Source: an optimization exercise on an open RTL-to-GDS flow (aim: small area, a short achievable clock period and few clock cycles). Production flows keep margins and buffers that such runs may drop.
Only simulation tests tie the RTL to the original design; equivalence was not proved.

==> exp/cedar: inputs <==
// cvu_core
module cvu_core (
    input  wire         clk,
    input  wire         rst,
    input  wire         go,
    input  wire [1:0]   go_alg,
    input  wire         go_init,
    input  wire         go_final,
    input  wire [30:0]  go_len,
    input  wire         ctx_we,
    input  wire [3:0]   ctx_sel,
    input  wire [31:0]  ctx_wdata,
    input  wire         done_clr,
    input  wire         in_valid,
    output wire         in_ready,
    input  wire [31:0]  in_data,
    output wire         busy,
    output reg          done,
    output reg          finalised,
    output reg  [3:0]   cfg_err,
    output wire [255:0] state,
    output wire [63:0]  count
);
Settings: LEC_CHECK=0, CAP_MARGIN=20, CORE_MARGIN=2, CORE_UTILIZATION=55, CTS_CLUSTER_DIAMETER=60, CTS_CLUSTER_SIZE=20, PLACE_DENSITY=0.7, SLEW_MARGIN=20; clock period 11.0 ns.
standard.sh (not shown) runs the stock make flow with config.mk's settings and CLKGATE_MAP_FILE= SYNTH_SCRIPT=/design/flow/synth_recipe.tcl, a recipe that flattens the netlist after the stock synthesis.
==> flow/flow/run.sh <==
#!/bin/bash
# The standard layout (standard.sh) with two changes to how it is made:
# ORFS's timing repair aims for 8 ns of setup slack on the design's clock
# (repair_timing -setup_margin 8) and works on the worst 5% of endpoints, and
# the port buffers are buf_2 cells. ORFS writes each step's log under
# orfs/logs; make's own output goes to standard_flow.log.
set -euo pipefail
bash standard.sh SETUP_SLACK_MARGIN=8 TNS_END_PERCENT=5 \
    "BUFFER_PORTS_ARGS=-buffer_cell sky130_fd_sc_hd__buf_2" finish > standard_flow.log 2>&1
==> exp/onyx: changes against exp/cedar <==
--- a/flow/design.v
+++ b/flow/design.v
@@ -24,72 +24,81 @@
     reg         busy_r;
     reg         start;       
     reg  [1:0]  alg;
     reg         ini;
     reg         fin;
     reg  [28:0] wrem;        
     reg  [1:0]  tailb;       
     reg         dl;          
-    reg         cv;          
-    reg  [1:0]  cnb;         
+    reg         rdy;         
+    reg  [31:0] ib;          
+    reg  [1:0]  ibnb;        
+    reg         ibv;
     reg  [6:0]  c;           
     reg         tailm;       
     reg         zrot;        
+    reg         ivs;         
+    reg  [1:0]  rk;          
     reg         p80;         
     reg         lenin;       
     reg         ph_need;     
     reg         ph_ins;      
     reg         ph_rnd;      
     reg         ph_upd;      
     reg         ph_sts;      
     reg  [31:0] st0, st1, st2, st3, st4, st5, st6, st7;
     reg  [63:0] cnt;
     reg  [31:0] va, vb, vc, vd, ve, vf, vg, vh;
     reg  [31:0] w0, w1, w2, w3, w4, w5, w6, w7;
     reg  [31:0] w8, w9, w10, w11, w12, w13, w14, w15;
     reg  [31:0] kwh;         
+    reg  [31:0] kr;          
     assign busy     = busy_r;
+    assign in_ready = rdy;
     assign state    = {st7, st6, st5, st4, st3, st2, st1, st0};
     assign count    = cnt;
     wire is_sha   = (alg == ALG_SHA256);
     wire sha_busy = busy_r & is_sha;
     wire crc_busy = busy_r & ~is_sha;
     wire len_z = (go_len == 31'd0);
     wire err2 = (go_len[30] & (|go_len[29:0])) | (len_z & ~go_final);
     wire err3 = (go_alg == ALG_SHA256) & ~go_final &
                 ((|go_len[5:0]) | (~go_init & (|cnt[5:0])));
     wire err4 = ~go_init & finalised;
     wire [3:0] go_err = err2 ? 4'd2 : err3 ? 4'd3 : err4 ? 4'd4 : 4'd0;
     wire go_idle = go & ~busy_r;
     wire go_ok   = go_idle & ~err2 & ~err3 & ~err4;
     wire go_sha  = (go_alg == ALG_SHA256);
     wire ctx_wr  = ctx_we & ~busy_r & ~go & (ctx_sel <= 4'd9);
     wire wrem_nz = |wrem;
-    assign in_ready = dl & (crc_busy | ph_need);
-    wire take    = in_valid & in_ready;
+    wire take    = in_valid & rdy;
     wire [1:0] tnb = wrem_nz ? 2'd0 : tailb;     
-    wire [2:0] tnn = {tnb == 2'd0, tnb};
     wire lastw   = ~wrem_nz | ((wrem == 29'd1) & (tailb == 2'd0));
     reg [31:0] fmt;
     always @(*) begin
         fmt = {in_data[7:0], in_data[15:8], in_data[23:16], in_data[31:24]};
         case (tnb)
             2'd1: fmt = {fmt[31:24], 24'h800000};
             2'd2: fmt = {fmt[31:16], 16'h8000};
             2'd3: fmt = {fmt[31:8], 8'h80};
             default: ;
         endcase
     end
-    wire adv     = ~ph_need | ~dl | in_valid;     
+    wire [2:0] ibn = {ibnb == 2'd0, ibnb};
+    wire [3:0]  cnt_lo = {1'b0, cnt[2:0]} + {1'b0, ibn};
+    wire [60:0] cnt_hi;
+    cvu_inc61 u_inc (.a(cnt[63:3]), .ci(cnt_lo[3]), .s(cnt_hi));
+    wire adv     = ~ph_need | ibv | ~dl;          
     wire ins     = ph_ins & adv;                  
     wire rnd     = ph_rnd & adv;
     wire upd     = ph_upd & adv;
+    wire sha_cons = ph_need & ibv;                
     wire c_wrap  = (c == 7'd67);
-    wire more    = fin ? ~lenin : dl;             
+    wire more    = fin ? ~lenin : (dl | ibv);     
     wire sts     = ph_sts & adv;
     wire sha_end = ph_sts & tailm & (c == 7'd2);  
     wire [6:0] c_nx   = c_wrap ? 7'd0 : c + 7'd1;
     wire       tailm_nx = c_wrap ? ~more : tailm;
     wire [63:0] bitlen = {cnt[60:0], 3'b000};
     reg  [31:0] padw;
     always @(*) begin
         if (!p80)
@@ -98,26 +107,29 @@
             padw = bitlen[63:32];
         else if (c[3:0] == 4'd15 && lenin)
             padw = bitlen[31:0];
         else
             padw = 32'd0;
     end
     wire [31:0] ss0 = {w1[6:0], w1[31:7]} ^ {w1[17:0], w1[31:18]} ^ {3'd0, w1[31:3]};
     wire [31:0] ss1 = {w14[16:0], w14[31:17]} ^ {w14[18:0], w14[31:19]} ^ {10'd0, w14[31:10]};
-    wire [31:0] sc1s = w0 ^ w9 ^ ss0;
-    wire [31:0] sc1c = ((w0 & w9) | (w0 & ss0) | (w9 & ss0)) << 1;
-    wire [31:0] sc2s = sc1s ^ sc1c ^ ss1;
-    wire [31:0] sc2c = ((sc1s & sc1c) | (sc1s & ss1) | (sc1c & ss1)) << 1;
-    wire [31:0] wsch = sc2s + sc2c;
-    wire [31:0] wnew = (ph_need | crc_busy) ? (dl ? fmt : padw) : wsch;
-    wire [5:0] kidx = c[5:0] - 6'd1;
+    wire [31:0] sp  = w0 ^ w9;
+    wire [31:0] sq  = ss0 ^ ss1;
+    wire [31:0] sr  = sp ^ sq;
+    wire [31:0] st_ = (sp & ss0) | (~sp & w0);                   
+    wire [31:0] sti = {st_[30:0], 1'b0};
+    wire [31:0] sc2s = sr ^ sti;
+    wire [31:0] sc2c = ((sr & sti) | (~sr & ss1)) << 1;
+    wire [31:0] wsch;
+    cvu_add32 u_add_w (.a(sc2s), .b(sc2c), .s(wsch));
+    wire [31:0] wnew = ~ph_need ? wsch : (ibv ? ib : padw);
     reg [31:0] kc;
     always @(*) begin
-        case (kidx)
+        case (c[5:0])
             6'd0:  kc = 32'h428a2f98; 6'd1:   kc = 32'h71374491;
             6'd2:  kc = 32'hb5c0fbcf; 6'd3:   kc = 32'he9b5dba5;
             6'd4:  kc = 32'h3956c25b; 6'd5:   kc = 32'h59f111f1;
             6'd6:  kc = 32'h923f82a4; 6'd7:   kc = 32'hab1c5ed5;
             6'd8:  kc = 32'hd807aa98; 6'd9:   kc = 32'h12835b01;
             6'd10: kc = 32'h243185be; 6'd11:  kc = 32'h550c7dc3;
             6'd12: kc = 32'h72be5d74; 6'd13:  kc = 32'h80deb1fe;
             6'd14: kc = 32'h9bdc06a7; 6'd15:  kc = 32'hc19bf174;
@@ -142,53 +154,60 @@
             6'd52: kc = 32'h391c0cb3; 6'd53:  kc = 32'h4ed8aa4a;
             6'd54: kc = 32'h5b9cca4f; 6'd55:  kc = 32'h682e6ff3;
             6'd56: kc = 32'h748f82ee; 6'd57:  kc = 32'h78a5636f;
             6'd58: kc = 32'h84c87814; 6'd59:  kc = 32'h8cc70208;
             6'd60: kc = 32'h90befffa; 6'd61:  kc = 32'ha4506ceb;
             6'd62: kc = 32'hbef9a3f7; default: kc = 32'hc67178f2;
         endcase
     end
-    wire [31:0] k1s = kc ^ w15 ^ vg;
-    wire [31:0] k1c = ((kc & w15) | (kc & vg) | (w15 & vg)) << 1;
-    wire [31:0] kwh_nx = k1s + k1c;
+    wire [31:0] k1s = kr ^ w15 ^ vg;
+    wire [31:0] k1c = ((kr & w15) | (kr & vg) | (w15 & vg)) << 1;
+    wire [31:0] kwh_nx;
+    cvu_add32 u_add_k (.a(k1s), .b(k1c), .s(kwh_nx));
     wire [31:0] bs0 = {va[1:0], va[31:2]} ^ {va[12:0], va[31:13]} ^ {va[21:0], va[31:22]};
     wire [31:0] bs1 = {ve[5:0], ve[31:6]} ^ {ve[10:0], ve[31:11]} ^ {ve[24:0], ve[31:25]};
     wire [31:0] ch  = (ve & vf) | (~ve & vg);
     wire [31:0] mj  = (va & vb) | (va & vc) | (vb & vc);
     wire [31:0] x1s = kwh ^ ch ^ mj;
     wire [31:0] x1c = ((kwh & ch) | (kwh & mj) | (ch & mj)) << 1;
-    wire [31:0] x2s = x1s ^ x1c ^ bs1;
-    wire [31:0] x2c = ((x1s & x1c) | (x1s & bs1) | (x1c & bs1)) << 1;
-    wire [31:0] x3s = x2s ^ x2c ^ bs0;
-    wire [31:0] x3c = ((x2s & x2c) | (x2s & bs0) | (x2c & bs0)) << 1;
-    wire [31:0] y1s = kwh ^ ch ^ vd;
-    wire [31:0] y1c = ((kwh & ch) | (kwh & vd) | (ch & vd)) << 1;
-    wire [31:0] y2s = y1s ^ y1c ^ bs1;
-    wire [31:0] y2c = ((y1s & y1c) | (y1s & bs1) | (y1c & bs1)) << 1;
+    wire [31:0] xp  = x1s ^ x1c;
+    wire [31:0] xq  = bs1 ^ bs0;
+    wire [31:0] xr  = xp ^ xq;
+    wire [31:0] xt  = (xp & bs1) | (~xp & x1s);                  
+    wire [31:0] xti = {xt[30:0], 1'b0};
+    wire [31:0] x3s = xr ^ xti;
+    wire [31:0] x3c = ((xr & xti) | (~xr & bs0)) << 1;
+    wire [31:0] yp  = kwh ^ vd;
+    wire [31:0] yq  = ch ^ bs1;
+    wire [31:0] yr  = yp ^ yq;
+    wire [31:0] yt  = (yp & ch) | (~yp & kwh);                   
+    wire [31:0] yti = {yt[30:0], 1'b0};
+    wire [31:0] y2s = yr ^ yti;
+    wire [31:0] y2c = ((yr & yti) | (~yr & bs1)) << 1;
     reg [31:0] iva, ive;
     always @(*) begin
-        case (c[1:0])
+        case (rk)
             2'd2:    begin iva = 32'ha54ff53a; ive = 32'h5be0cd19; end
             2'd3:    begin iva = 32'h3c6ef372; ive = 32'h1f83d9ab; end
             2'd0:    begin iva = 32'hbb67ae85; ive = 32'h9b05688c; end
             default: begin iva = 32'h6a09e667; ive = 32'h510e527f; end
         endcase
     end
-    wire        ivsel = zrot & ini;
-    wire [31:0] hua = ivsel ? iva : st3;
-    wire [31:0] hue = ivsel ? ive : st7;
+    wire [31:0] hua = ivs ? iva : st3;
+    wire [31:0] hue = ivs ? ive : st7;
     wire [31:0] hva = zrot ? 32'd0 : vd;
     wire [31:0] hve = zrot ? 32'd0 : vh;
-    wire [31:0] sum_a = (ph_rnd ? x3s : hua) + (ph_rnd ? x3c : hva);
-    wire [31:0] sum_e = (ph_rnd ? y2s : hue) + (ph_rnd ? y2c : hve);
-    wire [1:0]  csh = 2'd0 - cnb;                 
+    wire [31:0] sum_a, sum_e;
+    cvu_add32 u_add_a (.a(ph_rnd ? x3s : hua), .b(ph_rnd ? x3c : hva), .s(sum_a));
+    cvu_add32 u_add_e (.a(ph_rnd ? y2s : hue), .b(ph_rnd ? y2c : hve), .s(sum_e));
+    wire [1:0]  csh = 2'd0 - ibnb;                
     wire [31:0] yc = (alg == 2'd2) ? {st0[15:0], 16'd0}
                                    : {st0[7:0], st0[15:8], st0[23:16], st0[31:24]};
-    wire [31:0] xc = yc ^ w15;
+    wire [31:0] xc = yc ^ ib;
     reg  [31:0] zc, rs;
     always @(*) begin
         case (csh)
             2'd0:    begin zc = xc;                rs = 32'd0;               end
             2'd1:    begin zc = {8'd0, xc[31:8]};  rs = {24'd0, st0[31:24]}; end
             2'd2:    begin zc = {16'd0, xc[31:16]}; rs = {16'd0, st0[31:16]}; end
             default: begin zc = {24'd0, xc[31:24]}; rs = {8'd0, st0[31:8]};   end
         endcase
@@ -422,45 +441,52 @@
     assign m16[14] = t_z[33] ^ t_z[72] ^ t_z[81] ^ t_z[86] ^ t_z[169];
     assign m16[15] = t_z[70] ^ t_z[79] ^ t_z[167];
     wire [15:0] q16 = m16 ^ ((csh == 2'd3) ? {st0[7:0], 8'd0} : 16'd0);
     wire [31:0] crc_nx = (alg == 2'd0) ? (g32c ^ rs) :
                          (alg == 2'd1) ? (g32 ^ rs) : {16'd0, q16};
     wire crc_end = crc_busy & ~dl;
     wire crc_ini = crc_busy & start & ini;
     wire job_end = sha_end | crc_end;
+    wire dl_nx    = dl & ~(take & lastw);
+    wire ibv_nx   = take | (ibv & ~crc_busy & ~ph_need);
+    wire need_nx  = adv ? (~tailm_nx & ((c_nx < 7'd16))) : ph_need;
+    wire rdy_nx   = ~job_end & dl_nx & (~is_sha | ~ibv_nx | need_nx);
     always @(posedge clk) begin
         if (rst) begin
             busy_r    <= 1'b0;
             start     <= 1'b0;
-            cv        <= 1'b0;
+            rdy       <= 1'b0;
+            ibv       <= 1'b0;
             ph_need   <= 1'b0;
             ph_ins    <= 1'b0;
             ph_rnd    <= 1'b0;
             ph_upd    <= 1'b0;
             ph_sts    <= 1'b0;
             done      <= 1'b0;
             finalised <= 1'b0;
             cfg_err   <= 4'd0;
         end else begin
             if (done_clr)
                 done <= 1'b0;
             start <= 1'b0;
             if (go_idle) begin
                 cfg_err <= go_err;
                 busy_r  <= go_ok;
                 start   <= go_ok;
-                cv      <= 1'b0;
+                rdy     <= go_ok & ~len_z;
+                ibv     <= 1'b0;
                 ph_need <= 1'b0;
                 ph_ins  <= 1'b0;
                 ph_rnd  <= 1'b0;
                 ph_upd  <= go_ok & go_sha;
                 ph_sts  <= go_ok & go_sha;
             end else if (busy_r) begin
-                cv  <= crc_busy & take;
+                rdy <= rdy_nx;
+                ibv <= ibv_nx;
                 if (sha_busy && adv) begin
                     ph_need <= ~tailm_nx & (c_nx < 7'd16);
                     ph_ins  <= ~tailm_nx & (c_nx < 7'd64);
                     ph_rnd  <= (c_nx >= 7'd2) & (c_nx <= 7'd65);
                     ph_upd  <= (c_nx >= 7'd66) | (c_nx <= 7'd1);
                     ph_sts  <= (c_nx >= 7'd66) | (c_nx <= 7'd2);
                 end
                 if (job_end) begin
@@ -484,51 +510,59 @@
             ini   <= go_init;
             fin   <= go_final;
             wrem  <= go_len[30:2];
             tailb <= go_len[1:0];
             dl    <= ~len_z;
             c     <= 7'd66;
             tailm <= 1'b0;
             zrot  <= 1'b1;
+            ivs   <= go_init;
+            rk    <= 2'd2;
             p80   <= 1'b0;
             lenin <= 1'b0;
         end else begin
             if (take) begin
-                cnb  <= tnb;
+                ib   <= fmt;
+                ibnb <= tnb;
                 dl   <= ~lastw;
                 if (wrem_nz) wrem  <= wrem - 29'd1;
                 else         tailb <= 2'd0;
             end
             if (sha_busy && adv) begin
                 c     <= c_nx;
+                rk    <= c_nx[1:0];
                 tailm <= tailm_nx;
-                if (c == 7'd1)
+                if (c == 7'd1) begin
                     zrot <= 1'b0;
+                    ivs  <= 1'b0;
+                end
                 if (ph_need) begin
-                    if (dl) begin
-                        if (tnb != 2'd0) p80 <= 1'b1;
+                    if (ibv) begin
+                        if (ibnb != 2'd0) p80 <= 1'b1;
                     end else if (!p80) begin
                         p80 <= 1'b1;
                     end else if (c[3:0] == 4'd14) begin
                         lenin <= 1'b1;
                     end
                 end
             end
         end
     end
     always @(posedge clk) begin
-        if (ins | crc_busy) begin
+        if (ins) begin
             w0 <= w1;   w1 <= w2;   w2 <= w3;   w3 <= w4;
             w4 <= w5;   w5 <= w6;   w6 <= w7;   w7 <= w8;
             w8 <= w9;   w9 <= w10;  w10 <= w11; w11 <= w12;
             w12 <= w13; w13 <= w14; w14 <= w15; w15 <= wnew;
         end
-        if (sha_busy && adv)
+        if (sha_busy && adv) begin
             kwh <= kwh_nx;
+            kr  <= kc;
+        end
     end
     always @(posedge clk) begin
         if (rnd | upd) begin
             va <= sum_a; vb <= va; vc <= vb; vd <= vc;
             ve <= sum_e; vf <= ve; vg <= vf; vh <= vg;
         end
     end
     always @(posedge clk) begin
@@ -548,24 +582,38 @@
                     4'd6: st6 <= ctx_wdata;
                     4'd7: st7 <= ctx_wdata;
                     4'd8: cnt[31:0]  <= ctx_wdata;
                     default: cnt[63:32] <= ctx_wdata;
                 endcase
             end
             if (start && ini)
                 cnt <= 64'd0;
-            if (take)    
-                cnt <= ((start && ini) ? 64'd0 : cnt) + {61'd0, tnn};
+            if ((crc_busy && ibv) || sha_cons)
+                cnt <= {cnt_hi, cnt_lo[2:0]};
             if (sts) begin
                 st0 <= va; st1 <= st0; st2 <= st1; st3 <= st2;
                 st4 <= ve; st5 <= st4; st6 <= st5; st7 <= st6;
             end
             if (crc_ini) begin
                 st0 <= (alg == 2'd2) ? 32'h0000_FFFF : 32'hFFFF_FFFF;
                 st1 <= 32'd0; st2 <= 32'd0; st3 <= 32'd0;
                 st4 <= 32'd0; st5 <= 32'd0; st6 <= 32'd0; st7 <= 32'd0;
             end
-            if (crc_busy && cv)
+            if (crc_busy && ibv)
                 st0 <= crc_nx;
         end
     end
 endmodule
+module cvu_add32 (
+    input  wire [31:0] a,
+    input  wire [31:0] b,
+    output wire [31:0] s
+);
+    assign s = a + b;
+endmodule
+module cvu_inc61 (
+    input  wire [60:0] a,
+    input  wire        ci,
+    output wire [60:0] s
+);
+    assign s = a + {60'd0, ci};
+endmodule
==> flow/flow/run.sh (replaced) <==
#!/bin/bash
# The standard layout (standard.sh) with two changes to how it is made:
# ORFS's timing repair aims for 7 ns of setup slack on the design's clock
# (repair_timing -setup_margin 7) and works on the worst 1% of endpoints, and
# the port buffers are buf_2 cells. ORFS writes each step's log under
# orfs/logs; make's own output goes to standard_flow.log.
set -euo pipefail
bash standard.sh SETUP_SLACK_MARGIN=7 TNS_END_PERCENT=1 \
    "BUFFER_PORTS_ARGS=-buffer_cell sky130_fd_sc_hd__buf_2" finish > standard_flow.log 2>&1
SYNTH_HIERARCHICAL = 1   (was default)
==> summary of the runs <==
- Between exp/cedar and exp/onyx, the lower utilization is in exp/onyx (gap 4.5 points).
- Setup slack: exp/cedar is lower than exp/onyx (520 ps).
- Non-clock buffer count: exp/onyx is lower than exp/cedar (360).
- Against exp/onyx, the cell count of exp/cedar is smaller by 3.0%.
- Between exp/cedar and exp/onyx, the lower hold slack is in exp/onyx (gap 22 ps).
- Of exp/cedar and exp/onyx, exp/onyx has the higher clock-buffer cell count (gap 22).
- In exp/onyx the register-to-register slack is better than in exp/cedar, by 520 ps.
- Of exp/cedar and exp/onyx, exp/onyx has the higher sequential cell count (gap 66).
- Against exp/cedar, the first-iteration DRC count of exp/onyx is lower by about 6%.
- Between exp/onyx and exp/cedar, the lower global-route usage is in exp/onyx (gap 2.5 points).
- In exp/cedar the maximum frequency is smaller than in exp/onyx, by about 10%.
Testbench counts of exp/cedar, summed over its fixed seeds: cycles 37,894.
Testbench counts of exp/onyx, summed over its fixed seeds: cycles 37,894.

==> re-timing with driven ports <==
Ports are ideal in the flow. The routed layouts listed here were re-timed in OpenROAD.
Step 1, drivers: a clkbuf_16 drives clk and a buf_2 each remaining input, both assumed.
Step 2, shift: input delay + t, output delay - t, t = (earliest + latest rising clock arrival at the registers) / 2. This alone moves slack from input paths to output paths.
Three values: no drivers, after step 1, after step 2; two values: the first two.
run	shift t [ns]	slack for setup (ns)	worst setup path at the end
exp/cedar	0.838	5.660 / 5.660 / 5.529	input to register
exp/onyx	0.859	6.182 / 6.182 / 5.650	input to register
After both steps setup and hold are still met in every run listed. For exp/onyx, which loses most, drivers alone change the setup slack by 0.000 ns; drivers and shift together by -0.532 ns.
